From an optimization exercise on the open Yosys and OpenROAD flow, aimed at small area and a short achievable clock period; shortcuts taken in it are not production practice. At most, simulation tests tie the RTL to the original design; equivalence was not proved. Power figures rest on the tool's default switching activity, not on a simulated workload.

==> flow/design.v (excerpt) <==
module red_combine (
    input  wire        clk,
    input  wire        rst,
    input  wire        in_valid,
    input  wire [31:0] in_a,
    input  wire [31:0] in_b,
    input  wire [1:0]  in_op,
    input  wire [1:0]  in_rmode,
    input  wire [15:0] in_rand,
    output reg         out_valid,
    output reg  [31:0] out_res
);
For scale: ~2200 cells after synthesis, ~120 I/O pins, roughly 0.015 mm² of cells after synthesis.
export LEC_CHECK = 0
export ABC_AREA = 1
export CAP_MARGIN = 20
export CORE_MARGIN = 2
export CORE_UTILIZATION = 60
export CTS_BUF_LIST = sky130_fd_sc_hd__clkbuf_8
export CTS_CLUSTER_SIZE = 25
export SLEW_MARGIN = 20
create_clock -name core_clock -period 32.0 [get_ports {clk}]
standard.sh (not shown) runs the stock make flow with config.mk's settings and CLKGATE_MAP_FILE= SYNTH_SCRIPT=/design/flow/synth_recipe.tcl, a recipe that flattens the netlist after the stock synthesis.
==> flow/flow/run.sh <==
#!/bin/bash
# The standard ORFS layout (standard.sh, standard synthesis unchanged) with two changes
# to how the layout is made; the clock, its period and the constraints stay the design's:
#  - repair_timing is asked for extra setup slack (flow/setup_margin, in ns), so that it
#    sizes and buffers the logic for a shorter period than the constraint's;
#  - port buffers (every input and output still gets one) use flow/port_buffer.
set -euo pipefail
MARGIN=$(cat flow/setup_margin)
PBUF=$(cat flow/port_buffer)
sed "s|CLKGATE_MAP_FILE= |CLKGATE_MAP_FILE= SETUP_SLACK_MARGIN=$MARGIN 'BUFFER_PORTS_ARGS=-buffer_cell $PBUF' |" \
    standard.sh > standard_tuned.sh
bash standard_tuned.sh > flow_make.log 2>&1
==> flow/flow/port_buffer <==
sky130_fd_sc_hd__buf_2
==> flow/flow/setup_margin <==
24.5
The first run passed the timing, DRC and antenna checks.
==> next run, changes <==
--- a/flow/config.mk
+++ b/flow/config.mk
@@ -12,2 +11,0 @@
-export CTS_BUF_LIST = sky130_fd_sc_hd__clkbuf_8
-export CTS_CLUSTER_SIZE = 25
Design area goes up by about 1.2%.
Wire length barely changes.
Maximum frequency hardly moves.
Hold slack hardly moves.
Final cell count hardly moves.
Via count came out higher by 0.49%.
Clock-buffer cell count fell by 13.
Register-to-register slack improved by 0.05 ns.
==> next run, changes <==
==> flow/flow/run.sh (replaced) <==
#!/bin/bash
set -euo pipefail
MARGIN=$(cat flow/setup_margin)
sed "s|CLKGATE_MAP_FILE= |CLKGATE_MAP_FILE= SETUP_SLACK_MARGIN=$MARGIN |" standard.sh > standard_margin.sh
bash standard_margin.sh > flow_make.log 2>&1
--- a/flow/config.mk
+++ b/flow/config.mk
@@ -11 +11 @@
-export CORE_UTILIZATION = 60
+export CORE_UTILIZATION = 50
removed: flow/flow/port_buffer
Die area rose by about a fifth.
Total power rose slightly.
Global-route usage fell by 4.7 points.
Function was not checked in any run of this note: the RTL went through the layout flow alone.

========
Another version of the RTL of red_combine (not shown whole).
Size in the first run: ~2,300 cells after synthesis, roughly 210 flip-flops, ~0.015 mm² of cells after synthesis.
clock: 32.0 ns
lec_check: 0
abc_area: 1
cap_margin: 20
core_margin: 2
core_utilization: 60
cts_buf_list: sky130_fd_sc_hd__clkbuf_16
cts_cluster_diameter: 100
cts_cluster_size: 30
place_density: 0.85
slew_margin: 20
==> flow/flow/run.sh <==
#!/bin/bash
# The standard ORFS layout (standard.sh, standard synthesis unchanged) with two changes
# to how the layout is made; the clock, its period and the constraints stay the design's:
#  - repair_timing is asked for extra setup slack (flow/setup_margin, in ns), so that it
#    sizes and buffers the logic for a shorter period than the constraint's;
#  - port buffers (every input and output still gets one) use flow/port_buffer.
set -euo pipefail
MARGIN=$(cat flow/setup_margin)
PBUF=$(cat flow/port_buffer)
sed "s|CLKGATE_MAP_FILE= |CLKGATE_MAP_FILE= SETUP_SLACK_MARGIN=$MARGIN 'BUFFER_PORTS_ARGS=-buffer_cell $PBUF' |" \
    standard.sh > standard_tuned.sh
bash standard_tuned.sh > flow_make.log 2>&1
==> flow/flow/port_buffer <==
sky130_fd_sc_hd__buf_1
==> flow/flow/setup_margin <==
24.2
Change:
==> flow/flow/setup_margin (replaced) <==
23.9
Settings changed: PLACE_DENSITY 0.85 to unset.
Effect: The new run went through all stages and came out clean. Count of clock-buffer cells in the layout decreases by 2. Flip-flop and latch count stays the same. Total power decreases by 1.5%. Non-clock buffer count decreases by 3. Global-route usage increases by 0.41 points. Via count decreases by 1.1%. Sequential share of layout area increases by 0.41 points.
Change:
==> flow/flow/port_buffer (replaced) <==
sky130_fd_sc_hd__buf_2
==> flow/flow/setup_margin (replaced) <==
24.2
Settings changed: CTS_BUF_LIST sky130_fd_sc_hd__clkbuf_16 to sky130_fd_sc_hd__clkbuf_4 sky130_fd_sc_hd__clkbuf_8, CTS_CLUSTER_DIAMETER 100 to unset, CTS_CLUSTER_SIZE 30 to unset.
Outcome: The changed run completed with no timing, DRC or antenna violations; sequential cell count is unchanged; final cell count climbs by 2.0%; area after synthesis stays the same; fmax climbs by 2.9%; worst setup slack gets better by 0.22 ns; core utilization climbs by 3.3 points; routed wire length drops by 1.2%; sequential power barely changes.
Change:
==> flow/flow/port_buffer (replaced) <==
sky130_fd_sc_hd__buf_1
Settings changed: CTS_BUF_LIST sky130_fd_sc_hd__clkbuf_4 sky130_fd_sc_hd__clkbuf_8 to unset, GPL_ROUTABILITY_DRIVEN set to 0.
The changed run went through all stages and came out clean. Routed wire length falls by 4.0%. Core utilization falls by 0.51 points. Global-route usage falls by 1.0 points. Worst setup slack gains 0.048 ns. Via count falls by 1.4%. Non-clock buffer count falls by 1. Critical path depth rises by 1. Synthesized cell count is unchanged. Combinational power falls by about 1%.
Change:
--- a/flow/flow/run.sh
+++ b/flow/flow/run.sh
@@ -5,2 +5,3 @@
 #    sizes and buffers the logic for a shorter period than the constraint's;
+#  - repair_timing does not clone gates;
 #  - port buffers (every input and output still gets one) use flow/port_buffer.
@@ -9,3 +10,3 @@
 PBUF=$(cat flow/port_buffer)
-sed "s|CLKGATE_MAP_FILE= |CLKGATE_MAP_FILE= SETUP_SLACK_MARGIN=$MARGIN 'BUFFER_PORTS_ARGS=-buffer_cell $PBUF' |" \
+sed "s|CLKGATE_MAP_FILE= |CLKGATE_MAP_FILE= SETUP_SLACK_MARGIN=$MARGIN SKIP_GATE_CLONING=1 'BUFFER_PORTS_ARGS=-buffer_cell $PBUF' |" \
     standard.sh > standard_tuned.sh
Settings changed: CTS_BUF_LIST set to sky130_fd_sc_hd__clkbuf_16, CTS_CLUSTER_DIAMETER set to 100, CTS_CLUSTER_SIZE set to 30, GPL_ROUTABILITY_DRIVEN 0 to unset.
Result: Die area does not change. Synthesized area does not change. Worst hold slack improves by 0.011 ns. Critical path depth goes down by 1. Register-to-register slack degrades by 0.02 ns.
Change:
--- a/flow/flow/run.sh
+++ b/flow/flow/run.sh
@@ -5,3 +5,2 @@
 #    sizes and buffers the logic for a shorter period than the constraint's;
-#  - repair_timing does not clone gates;
 #  - port buffers (every input and output still gets one) use flow/port_buffer.
@@ -10,3 +9,3 @@
 PBUF=$(cat flow/port_buffer)
-sed "s|CLKGATE_MAP_FILE= |CLKGATE_MAP_FILE= SETUP_SLACK_MARGIN=$MARGIN SKIP_GATE_CLONING=1 'BUFFER_PORTS_ARGS=-buffer_cell $PBUF' |" \
+sed "s|CLKGATE_MAP_FILE= |CLKGATE_MAP_FILE= SETUP_SLACK_MARGIN=$MARGIN 'BUFFER_PORTS_ARGS=-buffer_cell $PBUF' |" \
     standard.sh > standard_tuned.sh
Settings changed: CORE_UTILIZATION 60 to 64, PLACE_DENSITY set to 0.72.
What happened: Final cell count is about the same; critical path depth rises by 3; cell area rises by 0.43%; via count rises by 1.3%; combinational power rises by about 0.7%; setup slack got worse by 0.052 ns; total power falls by 1.7%; global-route usage rises by 2.1 points; clock skew rises by 0.0054 ns; routed wire length falls by 0.41%.

========
== run 1 ==
red_combine again, from the RTL that the note above started with.
clock: 32.0 ns
lec_check: 0
abc_area: 1
cap_margin: 20
core_margin: 2
core_utilization: 60
cts_buf_list: sky130_fd_sc_hd__clkbuf_16
cts_cluster_diameter: 100
cts_cluster_size: 30
slew_margin: 20
tns_end_percent: 30
==> flow/flow/run.sh <==
#!/bin/bash
# The standard ORFS layout (standard.sh, standard synthesis unchanged) with two changes
# to how the layout is made; the clock, its period and the constraints stay the design's:
#  - repair_timing is asked for extra setup slack (flow/setup_margin, in ns), so that it
#    sizes and buffers the logic for a shorter period than the constraint's;
#  - port buffers (every input and output still gets one) use flow/port_buffer.
set -euo pipefail
MARGIN=$(cat flow/setup_margin)
PBUF=$(cat flow/port_buffer)
sed "s|CLKGATE_MAP_FILE= |CLKGATE_MAP_FILE= SETUP_SLACK_MARGIN=$MARGIN 'BUFFER_PORTS_ARGS=-buffer_cell $PBUF' |" \
    standard.sh > standard_tuned.sh
bash standard_tuned.sh > flow_make.log 2>&1
==> flow/flow/port_buffer <==
sky130_fd_sc_hd__buf_1
==> flow/flow/setup_margin <==
24.4
Modified inputs, run 2 compared to run 1
- TNS_END_PERCENT: 30 -> unset
==> flow/flow/setup_margin <==
24.05
--- outcome ---
Run 2 consumes less power than run 1 does.
Sort run 1 and run 2 by worst-case setup slack after placement, ascending, and run 2 comes first.
Run 1 -> run 2: instance area at placement delta 0, exact match
Run 2 vs run 1 on first-pass GRT wire length: run 2 is the lower one.
Delta (run 2 minus run 1): clock power down about 6%; total of plain and repair buffers excluding clock buffers lost 14; sequential share of layout area up 0.35 points; mean instance size in the synthesized netlist comparable.
Run 2 vs. run 1: static leakage power saw a decrease; first-iteration DRC count saw a decrease.
Run 2 ended up with a lower number of cells on the worst reg-to-reg path than run 1 did.
Relative to run 2, the following input files were edited for run 3:
==> flow/flow/setup_margin <==
24.35
==> notes.md <==
Run 3 went all the way through the flow, and no timing, DRC or antenna check failed. The final layout from run 2, which completed every stage, passed the timing, DRC and antenna checks at the end of the flow. Growth of design area from synthesis to finish: higher on run 3. Run 3 and run 2 ended up with nearly the same via count. Internal power component: higher on run 3.

========
Setup of run A:
red_combine again, from the RTL that the note above started with.
==> flow/config.mk <==
export PLATFORM = sky130hd
export DESIGN_NAME = red_combine
export DESIGN_NICKNAME = red_combine
export VERILOG_FILES = /design/flow/design.v
export SDC_FILE = /design/flow/constraint.sdc
export NUM_CORES = 4
export LEC_CHECK = 0
export ABC_AREA = 0
export CAP_MARGIN = 20
export CORE_MARGIN = 2
export CORE_UTILIZATION = 60
export SLEW_MARGIN = 20
==> flow/constraint.sdc <==
create_clock -name core_clock -period 32.0 [get_ports {clk}]
set_input_delay 6.4000 -clock core_clock [delete_from_list [all_inputs] [get_ports {clk}]]
set_output_delay 6.4000 -clock core_clock [all_outputs]
set_load 0.01 [all_outputs]
==> flow/flow/setup_margin <==
24.2
Scripts as last shown in full above: flow/flow/run.sh, flow/flow/port_buffer
> inputs changed (run A -> run B)
--- a/flow/config.mk
+++ b/flow/config.mk
@@ -8 +8 @@
-export ABC_AREA = 0
+export ABC_AREA = 1
Run B ran to completion and came out clean on the timing, DRC and antenna checks.
Delta (run B minus run A): number of buffers inserted to repair setup after CTS decreased by 3 relative to the old numbers; global-route usage decreased by 2.1 points relative to the old numbers; via count decreased by 3.7% relative to the old numbers.
Run B ends up with lower share of final-layout standard cells stronger than drive strength 1 than run A does.
Comparing run A and run B, the higher worst endpoint required time was measured on run A.
Relative to run A, setup slack has increased by 0.31 ns in run B.
Run B reports its leading cell type in the layout, fill and taps excluded as sky130_fd_sc_hd__nand2_1 while run A reports sky130_fd_sc_hd__dfxtp_1.
| total of plain and repair buffers excluding clock buffers | lower: run B |
When run B is set beside run A, its worst setup slack before clock tree synthesis turns out to be 0.24 ns larger.
Reported for run A and run B, final routed DRC violation total turned out identical to the last digit.
Going from run A to run B, sequential share of layout area grows by 2.3 points.
Inputs modified between run B and run C:
==> flow/flow/port_buffer <==
sky130_fd_sc_hd__buf_2
## What came out
Run C was carried through to the last stage, and its layout satisfied the timing, DRC and antenna checks.
Compared with run B, run C shows number of cells upsized or downsized after cts lower by 3.
Higher wire length of the first global-routing pass was reported by run C, not run B.
Run C reports a higher number of optimization iterations in the first detailed-route pass than run B does.
Against run B as the reference, run C delivers a lower worst relative slew slack.
As far as routed wire length is concerned, run B and run C perform about the same.
Setup changes, run C to run D
==> flow/flow/port_buffer <==
sky130_fd_sc_hd__buf_1
--- a/flow/config.mk
+++ b/flow/config.mk
@@ -11,0 +12,3 @@
+export CTS_BUF_LIST = sky130_fd_sc_hd__clkbuf_16
+export CTS_CLUSTER_DIAMETER = 200
+export CTS_CLUSTER_SIZE = 30
--- outcome ---
In run D relative to run C, post-detailed-route wirelength per cell had gone down slightly. Relative to run C, global placer's final weighted congestion increased by 1.2% in run D. Going from run C to run D, proportion of power drawn by combinational gates rose by 4.7 points; number of antenna violations at the first check in global routing comparable.
Input-level comparison between run E and run D:
--- a/flow/config.mk
+++ b/flow/config.mk
@@ -13 +13 @@
-export CTS_CLUSTER_DIAMETER = 200
+export CTS_CLUSTER_DIAMETER = 100
### Flow results
- Re number of signal-net inverters in the final layout: no difference whatsoever between run D and run E.
- | total power consumption of the routed design | run E vs run D | worse |
- For the wire length of the first global-routing pass, run E came in 0.47% higher than run D did.
- Of run D and run E, the lower layout buffer count excluding clock buffers belongs to run E.
- Run E does worse than run D on final wirelength.
- On run E: post-route minimum period is 0.027 ns lower than what run D gave.
- Diff run D..run E | via total after detailed routing | negligible
- STATUS leakage power summed over all cells: run E loses against run D
- In the final reports, the cell area of run E is larger than that of run D.

static timing again, ports no longer ideal:
How much do the figures lean on ideal ports? The routed layouts below were timed once more, with nothing changed but the port constraints.
Step 1 (the two cells are an assumption about what drives the block):
set clk [get_ports {clk}]
set_driving_cell -lib_cell sky130_fd_sc_hd__clkbuf_16 $clk
set_driving_cell -lib_cell sky130_fd_sc_hd__buf_2 [delete_from_list [all_inputs] $clk]
Step 2 adds t to the input delays and takes it off the output delays; t is the mean of the earliest and latest rising clock arrival at the registers after step 1. Input paths then give back, and output paths get back, about the clock's delay inside the block.
a / b / c = ideal / step 1 / step 2; a / b = the first two.
| run | shift t [ns] | setup WS [ns] | worst setup path after step 2 | worst register clock-pin slew, ns |
|---|---|---|---|---|
| the first run of note 1 | 0.593 | 24.092 / 24.088 / 23.495 | input to register | 0.07 / 0.07 |
| the second run of note 1 | 0.562 | 24.084 / 24.083 / 23.521 | input to register | 0.06 / 0.06 |
| the third run of note 1 | 0.570 | 24.112 / 24.111 / 23.541 | input to register | 0.07 / 0.07 |
| the first run of note 2 | 0.526 | 24.175 / 24.187 / 23.662 | input to register | 0.11 / 0.11 |
| the second run of note 2 | 0.512 | 24.000 / 24.031 / 23.519 | input to register | 0.11 / 0.11 |
| the third run of note 2 | 0.568 | 24.223 / 24.230 / 23.663 | input to register | 0.07 / 0.07 |
| the fourth run of note 2 | 0.556 | 24.271 / 24.284 / 23.728 | input to register | 0.06 / 0.06 |
| the fifth run of note 2 | 0.538 | 24.288 / 24.314 / 23.776 | input to register | 0.11 / 0.11 |
| the sixth run of note 2 | 0.515 | 24.236 / 24.247 / 23.732 | input to register | 0.11 / 0.11 |
| run 1 | 0.524 | 24.272 / 24.285 / 23.762 | input to register | 0.11 / 0.11 |
| run 2 | 0.520 | 24.169 / 24.198 / 23.678 | input to register | 0.12 / 0.12 |
| run 3 | 0.536 | 24.375 / 24.386 / 23.851 | input to register | 0.11 / 0.11 |
| run A | 0.564 | 23.961 / 23.963 / 23.399 | input to register | 0.06 / 0.06 |
| run B | 0.552 | 24.274 / 24.299 / 23.746 | input to register | 0.07 / 0.07 |
| run C | 0.550 | 24.195 / 24.204 / 23.654 | input to register | 0.06 / 0.06 |
| run D | 0.523 | 24.262 / 24.279 / 23.756 | input to register | 0.12 / 0.12 |
| run E | 0.538 | 24.288 / 24.314 / 23.776 | input to register | 0.11 / 0.11 |
After both steps setup and hold are still met in every run listed. The setup slack of the first run of note 1, which loses most, moves by -0.004 ns with the drivers and by -0.597 ns with both steps.
